This is an optimization exercise on Yosys and OpenROAD, whose aim is small area and a short achievable clock period, not a production implementation.
The RTL was checked by simulation tests, not by an equivalence proof against the original design.

`flow/run.sh`:
```
#!/bin/bash
# synth_recipe.tcl (not shown) runs the flow's synth.tcl, then flattens the netlist and writes it again
# the make line also repeats each setting of config.mk as NAME=value (left out here)
make -C /OpenROAD-flow-scripts/flow DESIGN_CONFIG=/design/flow/config.mk WORK_HOME=/design/flow/orfs CLKGATE_MAP_FILE= SYNTH_SCRIPT=/design/flow/synth_recipe.tcl finish
```
`flow/config.mk`:
```
export PLATFORM = sky130hd
export DESIGN_NAME = cerxa_core
export DESIGN_NICKNAME = cerxa_core
export VERILOG_FILES = /design/flow/design.v
export SDC_FILE = /design/flow/constraint.sdc
export NUM_CORES = 4
export LEC_CHECK = 0
export CAP_MARGIN = 20
export CORE_MARGIN = 2
export CORE_UTILIZATION = 40
export PLACE_DENSITY = 0.6
export SLEW_MARGIN = 20
```
`flow/constraint.sdc`:
```
create_clock -name core_clock -period 14.0 [get_ports {clk}]
set_input_delay 2.8000 -clock core_clock [delete_from_list [all_inputs] [get_ports {clk}]]
set_output_delay 2.8000 -clock core_clock [all_outputs]
set_load 0.01 [all_outputs]
```
`flow/design.v`:
```
module cerxa_core (
    input  wire        clk,
    input  wire        rst,
    output wire [15:0] imem_addr,
    output wire        imem_en,
    input  wire [23:0] imem_rdata,
    output wire        dmem_re,
    output wire        dmem_we,
    output wire [17:0] dmem_addr,
    output wire [7:0]  dmem_wdata,
    input  wire [7:0]  dmem_rdata,
    output wire        io_re,
    output wire        io_we,
    output wire [15:0] io_addr,
    output wire [7:0]  io_wdata,
    input  wire [7:0]  io_rdata
);
    localparam [7:0]                   OP_ADD   = 8'h01, OP_SUB    = 8'h02,
                     OP_ADDC  = 8'h03, OP_SUBC  = 8'h04, OP_CARRY  = 8'h05,
                     OP_CARRYC= 8'h06, OP_BORROW= 8'h07, OP_BORROWC= 8'h08,
                     OP_AND   = 8'h09, OP_OR    = 8'h0A, OP_XOR    = 8'h0B,
                     OP_SHL   = 8'h0C, OP_SHR   = 8'h0D, OP_SAR    = 8'h0E,
                     OP_MULL  = 8'h0F, OP_MULH  = 8'h10, OP_SEQ    = 8'h11,
                     OP_SLTU  = 8'h12, OP_SLTS  = 8'h13, OP_ADDD   = 8'h14,
                     OP_SUBD  = 8'h15, OP_DCAR  = 8'h16, OP_DAA    = 8'h17;
    localparam [7:0] OP_ADDI  = 8'h20, OP_ANDI  = 8'h21, OP_ORI    = 8'h22,
                     OP_XORI  = 8'h23, OP_SHLI  = 8'h24, OP_SHRI   = 8'h25,
                     OP_SARI  = 8'h26, OP_SEQI  = 8'h27, OP_SLTIU  = 8'h28,
                     OP_MOVI  = 8'h29, OP_ADDP  = 8'h2A;
    localparam [7:0] OP_MFS   = 8'h30, OP_MTS   = 8'h31;
    localparam [7:0] OP_LD    = 8'h40, OP_ST    = 8'h41, OP_LDP    = 8'h42,
                     OP_STP   = 8'h43;
    localparam [7:0] OP_IN    = 8'h50, OP_OUT   = 8'h51, OP_INR    = 8'h52,
                     OP_OUTR  = 8'h53;
    localparam [7:0] OP_BEQ   = 8'h60, OP_BNE   = 8'h61, OP_BLTU   = 8'h62,
                     OP_BGEU  = 8'h63, OP_BLTS  = 8'h64, OP_BGES   = 8'h65,
                     OP_BEQI  = 8'h68, OP_BNEI  = 8'h69;
    localparam [7:0] OP_JMP   = 8'h70, OP_CALL  = 8'h71, OP_JR     = 8'h72,
                     OP_CALLR = 8'h73, OP_RET   = 8'h74;
    reg  [7:0]  g [0:15];
    reg  [15:0] cnt_r, lnk_r, iob_r;
    reg  [2:0]  dsb_r;
    reg  [15:0] pc_f;
    reg  [23:0] ir_d;
    reg  [15:0] pc_d;
    reg         v_d;
    reg  [15:0] rep_cnt;
    reg  [23:0] ir_x;
    reg  [15:0] pc_x;
    reg         v_x;
    reg         m_ld, m_st, m_in, m_out;
    reg         m_zld;              
    reg  [3:0]  m_dst;
    reg  [17:0] m_addr;
    reg  [7:0]  m_data;
    reg         w_ld, w_in, w_zld;
    reg  [3:0]  w_dst;
    reg         w2_in;
    reg  [3:0]  w2_dst;
    reg  [7:0]  w2_data;
    function [7:0] dec_val;         
        input [7:0] x;
        dec_val = x[7:4] * 8'd10 + {4'd0, x[3:0]};
    endfunction
    function [7:0] to_bcd;          
        input [8:0] v;
        reg [8:0] tens, units;    
        begin
            tens   = v / 9'd10;
            units  = v % 9'd10;
            to_bcd = {tens[3:0], units[3:0]};
        end
    endfunction
    function [15:0] sext8;
        input [7:0] k;
        sext8 = {{8{k[7]}}, k};
    endfunction
    wire [7:0]  op_d      = ir_d[23:16];
    wire        d_is_pre  = v_d && (op_d[7:2] == 6'b100000);
    wire [15:0] d_pre_n   = op_d[1] ? cnt_r : ir_d[15:0];
    wire        hold_d    = v_d && !d_is_pre && (rep_cnt != 16'd0);
    wire [7:0] op   = ir_x[23:16];
    wire [3:0] fd   = ir_x[15:12];
    wire [3:0] fa   = ir_x[11:8];
    wire [3:0] fb   = ir_x[7:4];
    wire [3:0] fx   = ir_x[3:0];
    wire [7:0] imm8 = ir_x[7:0];
    wire [15:0] imm16 = ir_x[15:0];
    wire [7:0] ga = g[fa];
    wire [7:0] gb = g[fb];
    wire [7:0] gx = g[fx];
    wire [7:0] gd = g[fd];            
    wire [2:0]  pd = fd[2:0];
    wire [2:0]  pa = fa[2:0];
    wire [15:0] gp_a = {g[{pa, 1'b1}], g[{pa, 1'b0}]};
    wire        is_alu_n = (op >= OP_ADD) && (op <= OP_DAA);
    wire        is_alu_i = (op >= OP_ADDI) && (op <= OP_MOVI);
    wire [7:0]  opb      = is_alu_i ? imm8 : gb;
    wire        cin      = gx[0];
    wire [8:0]  sum9     = {1'b0, ga} + {1'b0, opb};
    wire [8:0]  sumc9    = {1'b0, ga} + {1'b0, opb} + {8'd0, cin};
    wire [8:0]  diff9    = {1'b0, ga} - {1'b0, opb};
    wire [8:0]  diffc9   = {1'b0, ga} - {1'b0, opb} - {8'd0, cin};
    wire [15:0] prod     = ga * opb;
    wire [7:0]  shl_r    = (opb >= 8'd8) ? 8'h00 : (ga << opb[2:0]);
    wire [7:0]  shr_r    = (opb >= 8'd8) ? 8'h00 : (ga >> opb[2:0]);
    wire [7:0]  sar_sh   = $signed(ga) >>> opb[2:0];
    wire [7:0]  sar_r    = (opb >= 8'd8) ? {8{ga[7]}} : sar_sh;
    wire [7:0]  dec_a    = dec_val(ga);
    wire [7:0]  dec_b    = dec_val(gb);
    wire [8:0]  dsum     = {1'b0, dec_a} + {1'b0, dec_b};
    wire [8:0]  ddiff    = {1'b0, dec_a} + 9'd200 - {1'b0, dec_b};
    wire [8:0]  dcar     = dsum / 9'd100;
    reg  [7:0]  alu_r;
    always @(*) begin
        case (op)
            OP_ADD,  OP_ADDI:  alu_r = sum9[7:0];
            OP_SUB:            alu_r = diff9[7:0];
            OP_ADDC:           alu_r = sumc9[7:0];
            OP_SUBC:           alu_r = diffc9[7:0];
            OP_CARRY:          alu_r = {7'd0, sum9[8]};
            OP_CARRYC:         alu_r = {7'd0, sumc9[8]};
            OP_BORROW:         alu_r = {7'd0, ga < gb};
            OP_BORROWC:        alu_r = {7'd0, {1'b0, ga} < ({1'b0, gb} + {8'd0, cin})};
            OP_AND,  OP_ANDI:  alu_r = ga & opb;
            OP_OR,   OP_ORI:   alu_r = ga | opb;
            OP_XOR,  OP_XORI:  alu_r = ga ^ opb;
            OP_SHL,  OP_SHLI:  alu_r = shl_r;
            OP_SHR,  OP_SHRI:  alu_r = shr_r;
            OP_SAR,  OP_SARI:  alu_r = sar_r;
            OP_MULL:           alu_r = prod[7:0];
            OP_MULH:           alu_r = prod[15:8];
            OP_SEQ,  OP_SEQI:  alu_r = {7'd0, ga == opb};
            OP_SLTU, OP_SLTIU: alu_r = {7'd0, ga < opb};
            OP_SLTS:           alu_r = {7'd0, $signed(ga) < $signed(gb)};
            OP_ADDD:           alu_r = to_bcd(dsum % 9'd100);
            OP_SUBD:           alu_r = to_bcd(ddiff % 9'd100);
            OP_DCAR:           alu_r = dcar[7:0];
            OP_DAA:            alu_r = to_bcd({1'b0, dec_a} % 9'd100);
            OP_MOVI:           alu_r = imm8;
            default:           alu_r = 8'h00;
        endcase
    end
    reg take;
    always @(*) begin
        case (op)
            OP_BEQ:  take = (gd == ga);
            OP_BNE:  take = (gd != ga);
            OP_BLTU: take = (gd < ga);
            OP_BGEU: take = (gd >= ga);
            OP_BLTS: take = ($signed(gd) < $signed(ga));
            OP_BGES: take = ($signed(gd) >= $signed(ga));
            OP_BEQI: take = (gd == {4'd0, fa});
            OP_BNEI: take = (gd != {4'd0, fa});
            OP_JMP, OP_CALL, OP_JR, OP_CALLR, OP_RET: take = 1'b1;
            default: take = 1'b0;
        endcase
    end
    reg [15:0] target;
    always @(*) begin
        case (op)
            OP_JMP, OP_CALL:   target = imm16;
            OP_JR,  OP_CALLR:  target = gp_a;
            OP_RET:            target = lnk_r;
            default:           target = pc_x + 16'd2 + sext8(imm8);
        endcase
    end
    wire take_x = v_x && take;
    wire [15:0] ea_disp = gp_a + sext8(imm8);
    wire        is_ld   = (op == OP_LD) || (op == OP_LDP);
    wire        is_st   = (op == OP_ST) || (op == OP_STP);
    wire        is_in   = (op == OP_IN) || (op == OP_INR);
    wire        is_out  = (op == OP_OUT) || (op == OP_OUTR);
    wire        is_post = (op == OP_LDP) || (op == OP_STP);
    wire [15:0] daddr   = is_post ? gp_a : ea_disp;
    wire [15:0] ioaddr  = ((op == OP_IN) || (op == OP_OUT)) ?
                          (iob_r + {4'd0, ir_x[11:0]}) : ea_disp;
    wire        d_resv  = daddr[15];                  
    wire [17:0] dphys   = daddr[14] ? {1'b1, dsb_r, daddr[13:0]}
                                    : {4'd0, daddr[13:0]};
    reg        xw_lo, xw_hi;
    reg [3:0]  xw_idx;              
    reg [15:0] xw_val;
    reg        xw_cnt, xw_lnk, xw_iob, xw_dsb;
    reg [15:0] xs_val;
    always @(*) begin
        xw_lo  = 1'b0;
        xw_hi  = 1'b0;
        xw_idx = fd;
        xw_val = {8'd0, alu_r};
        xw_cnt = 1'b0;
        xw_lnk = 1'b0;
        xw_iob = 1'b0;
        xw_dsb = 1'b0;
        xs_val = gp_a;
        if (v_x) begin
            if (is_alu_n || is_alu_i) begin
                xw_lo = 1'b1;
            end else if (op == OP_ADDP) begin
                xw_lo  = 1'b1;
                xw_hi  = 1'b1;
                xw_idx = {pd, 1'b0};
                xw_val = gp_a + sext8(imm8);
            end else if (is_post) begin
                xw_lo  = 1'b1;
                xw_hi  = 1'b1;
                xw_idx = {pa, 1'b0};
                xw_val = gp_a + sext8(imm8);
            end else if (op == OP_MFS) begin
                case (fb)
                    4'h0: begin xw_lo = 1'b1; xw_hi = 1'b1; xw_idx = {pd, 1'b0}; xw_val = cnt_r; end
                    4'h1: begin xw_lo = 1'b1; xw_hi = 1'b1; xw_idx = {pd, 1'b0}; xw_val = lnk_r; end
                    4'h2: begin xw_lo = 1'b1; xw_idx = fd; xw_val = {13'd0, dsb_r}; end
                    4'h3: begin xw_lo = 1'b1; xw_hi = 1'b1; xw_idx = {pd, 1'b0}; xw_val = iob_r; end
                    default: ;
                endcase
            end else if (op == OP_MTS) begin
                case (fb)
                    4'h0: xw_cnt = 1'b1;
                    4'h1: xw_lnk = 1'b1;
                    4'h2: begin xw_dsb = (ga < 8'd8); xs_val = {8'd0, ga}; end
                    4'h3: xw_iob = 1'b1;
                    default: ;
                endcase
            end else if ((op == OP_CALL) || (op == OP_CALLR)) begin
                xw_lnk = 1'b1;
                xs_val = pc_x + 16'd2;
            end
        end
    end
    wire [15:0] xw_mask = (xw_lo ? (16'd1 << xw_idx) : 16'd0) |
                          (xw_hi ? (16'd1 << (xw_idx + 4'd1)) : 16'd0);
    assign imem_addr  = take_x ? target : pc_f;
    assign imem_en    = !rst && !hold_d;
    assign dmem_re    = m_ld  && !rst;
    assign dmem_we    = m_st  && !rst;
    assign dmem_addr  = m_addr;
    assign dmem_wdata = m_data;
    assign io_re      = m_in  && !rst;
    assign io_we      = m_out && !rst;
    assign io_addr    = m_addr[15:0];
    assign io_wdata   = m_data;
    wire ld_land = w_ld  && !xw_mask[w_dst];
    wire in_land = w2_in && !xw_mask[w2_dst] && !(ld_land && (w_dst == w2_dst));
    integer i;
    always @(posedge clk) begin
        if (rst) begin
            for (i = 0; i < 16; i = i + 1) g[i] <= 8'h00;
            cnt_r   <= 16'd0;
            lnk_r   <= 16'd0;
            iob_r   <= 16'd0;
            dsb_r   <= 3'd0;
            pc_f    <= 16'd0;
            ir_d    <= 24'd0;
            pc_d    <= 16'd0;
            v_d     <= 1'b0;
            rep_cnt <= 16'd0;
            ir_x    <= 24'd0;
            pc_x    <= 16'd0;
            v_x     <= 1'b0;
            m_ld    <= 1'b0;
            m_zld   <= 1'b0;
            w_zld   <= 1'b0;
            m_st    <= 1'b0;
            m_in    <= 1'b0;
            m_out   <= 1'b0;
            m_dst   <= 4'd0;
            m_addr  <= 18'd0;
            m_data  <= 8'd0;
            w_ld    <= 1'b0;
            w_in    <= 1'b0;
            w_dst   <= 4'd0;
            w2_in   <= 1'b0;
            w2_dst  <= 4'd0;
            w2_data <= 8'd0;
        end else begin
            if (!hold_d) begin
                ir_d <= imem_rdata;
                pc_d <= imem_addr;
                v_d  <= !(d_is_pre && (d_pre_n == 16'd0));
                pc_f <= imem_addr + 16'd1;
            end
            if (d_is_pre)
                rep_cnt <= (d_pre_n == 16'd0) ? 16'd0 : d_pre_n - 16'd1;
            else if (hold_d)
                rep_cnt <= rep_cnt - 16'd1;
            ir_x <= ir_d;
            pc_x <= pc_d;
            v_x  <= v_d;
            m_ld   <= v_x && is_ld && !d_resv;
            m_st   <= v_x && is_st && !d_resv;
            m_in   <= v_x && is_in;
            m_out  <= v_x && is_out;
            m_dst  <= fd;
            m_addr <= (is_in || is_out) ? {2'b00, ioaddr} : dphys;
            m_data <= gd;
            m_zld  <= v_x && is_ld && d_resv;
            w_ld  <= (m_ld || m_zld) && !xw_mask[m_dst];
            w_in  <= m_in && !xw_mask[m_dst];
            w_dst <= m_dst;
            w_zld <= m_zld;
            w2_in   <= w_in && !xw_mask[w_dst];
            w2_dst  <= w_dst;
            w2_data <= io_rdata;
            if (in_land)
                g[w2_dst] <= w2_data;
            if (ld_land)
                g[w_dst] <= w_zld ? 8'h00 : dmem_rdata;
            if (xw_lo)
                g[xw_idx] <= xw_val[7:0];
            if (xw_hi)
                g[xw_idx + 4'd1] <= xw_val[15:8];
            if (xw_cnt) cnt_r <= xs_val;
            if (xw_lnk) lnk_r <= xs_val;
            if (xw_iob) iob_r <= xs_val;
            if (xw_dsb) dsb_r <= xs_val[2:0];
        end
    end
endmodule
```
==> key figures <==
Min path
  – Hold Path Class: reg -> reg
  – Hold path start: w_in
  – Hold Crit Endpoint: w2_in
  – Hold path depth: 1

Yosys
  – Xor-xnor portion of the synthesized cell area: 4.158%
  – Register area share after synthesis: 26.13%
  – Main combinational cell family by area after synthesis: compound AO/OA/AOI/OAI gates
  – Synth Flop Type: dfxtp_1
  – Synthesized area per cell: 8.701 µm²
  – Complex-gate fraction of the synthesized area: 21.97%
  – Cells after Synth: 3,628
  – Post-synth top area cell: dfxtp_1
  – Post-synthesis mux area share: 14.45%
  – Async S/R FF share, synth: 0%
  – Post-Syn Area: 0.03157 mm²
  – Post-synth cell types: 109
  – Area contributors post-synth: dfxtp_1 14%, edfxtp_1 12%, mux4_2 11%
  – Synth Area in Adders: 10.23%
  – Post-synth top area share: 13.95%
  – FF+latch count, synth: 348
  – Post-Synth Simple-Gate Area: 17.45%
  – Synth warn: 1
  – Number of synthesized flops with an enable pin: 128
  – Syn_nets: 3,899

Global route
  – Gr ovfl total: 0
  – Largest net degree at the start of global routing: 71
  – GRT Resource Usage Total: 30.18%
  – Initial antenna violation count: 3
  – Vias in the first global route: 28,400
  – Global-route wire length before repair: 186,800 µm

Setup path
  – R2R cell count: 41
  – Slowest CP cell: dfxtp_4
  – WP data required: 14,310 ps
  – Most frequent CP cell: ha_1
  – Reg-to-reg critical path startpoint: ir_x[8]
  – Register-to-register setup slack: 1710 ps
  – Arr. time, crit path: 12,600 ps
  – Worst Setup Start Kind: flip-flop
  – Max incr delay on CP: 900 ps
  – Crit Path Max Fanout: 46
  – CP Class: reg -> reg
  – R2r endpoint: g[11][2]
  – Critical Path End Type: flip-flop

Timing
  – Clock skew: 38.35 ps
  – Final hold viol count: 0
  – Max Fclk: 81.35 MHz
  – RSZ-0062 raised after global routing: false
  – Post-layout min period: 12,290 ps
  – Final setup vio count: 0
  – Slew headroom: 23.00%
  – Crit share post-route: 87.80%
  – Max Slew Vio Count: 0
  – Setup TNS: 0 ps
  – Worst-Margin Slew: 1146 ps

Cells and area
  – Post-route cell area: 0.03523 mm²
  – Area of the multi-input gates: 0.02159 mm²
  – Area grow syn2layout: 11.58%
  – Nets: 3,895
  – Antenna diodes: 0
  – Final Util: 44.81%
  – Filler cells: 7,784
  – Final std cells w/o fill: 4,707
  – Fraction of layout cells with a size suffix above 1: 11.73%
  – FF+latch area: 0.008264 mm²

Die
  – CORE AREA: 0.07861 mm²
  – Num ports: 113
  – Initial core utilization: 40.16%
  – Die ar.: 0.08119 mm²
  – Placement Rows: 103
  – Die Y: 284.9 µm
  – Die X: 284.9 µm

Routing
  – Final wirelength: 126,000 µm
  – DRC Markers: 0
  – Routed length per instance: 26.78 µm
  – Total number of vias: 30,050
  – Post-DRT Antenna Nets: 0
  – First-iteration detailed-routing DRC count: 3,920
  – DR pass1 iterations: 6
  – Detailed-route vias per instance: 6.385

Clocking
  – Hold Buf Count CTS: 0
  – CTS Buf Count: 42
  – CTS tree: yes
  – Maximum clock path buffer count: 3
  – Worst-path clk slew: 60 ps
  – H-tree levels: 2
  – Post-CTS setup buffers: 0
  – CTS Sinks: 348
  – CTS root buf: clkbuf_16
  – Clock latency (worst-skew pair): 610 ps
  – # resized after CTS: 0

Run
  – Max capacitance violation total: 0

Placed design
  – # port buffers: 112
  – Area after DPL: 0.03364 mm²
  – Final Wtd Congestion: 0.9997
  – Post-Place Cells: 4,630
  – Detailed Place HPWL: 95,120 µm

Outcome
  – Status: finished clean
[registers in the layout, summed over array words and instances (netlist names), 16 cells and up]
register and count:
pc_f 16, rep_cnt 16, cnt_r 16, ir_x 24
g 128, pc_d 16, iob_r 16, pc_x 16
ir_d 24, m_addr 18, lnk_r 16
[cells in the mapped netlist (all sizes together), types with 47 or more instances]
library cell and number:
nand2 361, nor2 344, a21oi 285, o21ai 228, dfxtp 220, inv 183
ha 182, clkbuf 174, mux4 149, edfxtp 128, a22oi 124, xnor2 100
nor2b 97, mux2i 79, nand3 76, buf 73, nor3 71, xor2 49
fa 47
[worst max path at each step]
| stage | endpoint | start | slack, ps |
|---|---|---|---|
| finish | g[11][2] | ir_x[8] | 1710 |
| global placement | g[11][2] | ir_x[8] | 1940 |
| CTS | g[11][2] | ir_x[8] | 1740 |
| detailed placement | g[11][2] | ir_x[8] | 1760 |
| floorplan | g[13][2] | ir_x[8] | 2970 |
| global route | g[11][2] | ir_x[8] | 610 |
[cell families after synthesis]
group,count (synthesis)
AO/OA/AOI/OAI,1036
XOR/XNOR,149
adder cells (fa/ha/maj),230
buffers and inverters,436
flip-flops,348
multiplexers,263
AND/OR/NAND/NOR,1166
[worst max-delay path: cells and delay by family (launching register included)]
| family | cells | cell delay, ps |
|---|---|---|
| multiplexers | 3 | 1630 |
| XOR/XNOR | 1 | 250 |
| AO/OA/AOI/OAI | 17 | 4280 |
| AND/OR/NAND/NOR | 7 | 1610 |
| buffers and inverters | 5 | 930 |
| flip-flops | 1 | 900 |
| adder cells (fa/ha/maj) | 8 | 2360 |
[layout make-up]
class | instances | area share, %
clock buffer | 56 | 3.481
clock inverter | 21 | 0.9733
multi-input combinational | 2844 | 61.30
timing repair buffer | 199 | 5.040
sequential | 348 | 23.46
inverter | 189 | 2.014
tap | 1050 | 3.730
[layout by cell type, fill, tap and decap left out, types with 87 or more instances in the layout]
master             n
inv_1            182
buf_4             87
nand2_1          361
o21ai_0          190
edfxtp_1         128
xnor2_1          100
mux4_2           149
nor2b_1           96
nor2_1           341
a22oi_1          122
dfxtp_1          211
a21oi_1          270
clkdlybuf4s50_1  111
ha_1             182
[layer usage]
metal | wire [µm] | share of wire (%) | global-route usage [%] | vias up
met5 | 73 | 0.058 | 0.6395 | -
met4 | 5742 | 4.6 | 12.08 | 2
met3 | 14290 | 11 | 7.320 | 308
met2 | 53660 | 43 | 45.33 | 1834
met1 | 52290 | 41 | 41.63 | 14490
li1 | - | - | - | 13420
[stage by stage]
stage	hold WS (ps)	setup slack (ps)
2_1_floorplan	405.7	2974
3_3_place_gp	434.6	1943
3_5_place_dp	438.5	1762
4_1_cts	449.4	1745
5_1_grt	458.2	611.8
6_report	447.1	1708

[what the ideal ports hide]
In the flow no input, the clock included, has a driving cell. The finished layout below was timed again as built, in two steps.
Step 1 assumes that a clkbuf_16 drives the clock port and a buf_2 every other input.
Step 2 moves the port delays by t, midway between the first and last clock arrival at a register: inputs arrive t later, outputs are due t later. That takes back most of the time a late clock gives input paths.
a / b / c = ideal / step 1 / step 2; a / b = the first two.
t (ns): 0.655
setup slack, ns: 1.708 / 1.708 / 1.708
worst setup path at the end: register to register
clock arrival spread, ns: 0.039 / 0.039
worst slew at a driven data input, ns: 0.07
After both steps setup and hold are still met in this run. For this run, drivers alone change the setup slack by 0.000 ns; drivers and shift together by 0.000 ns.
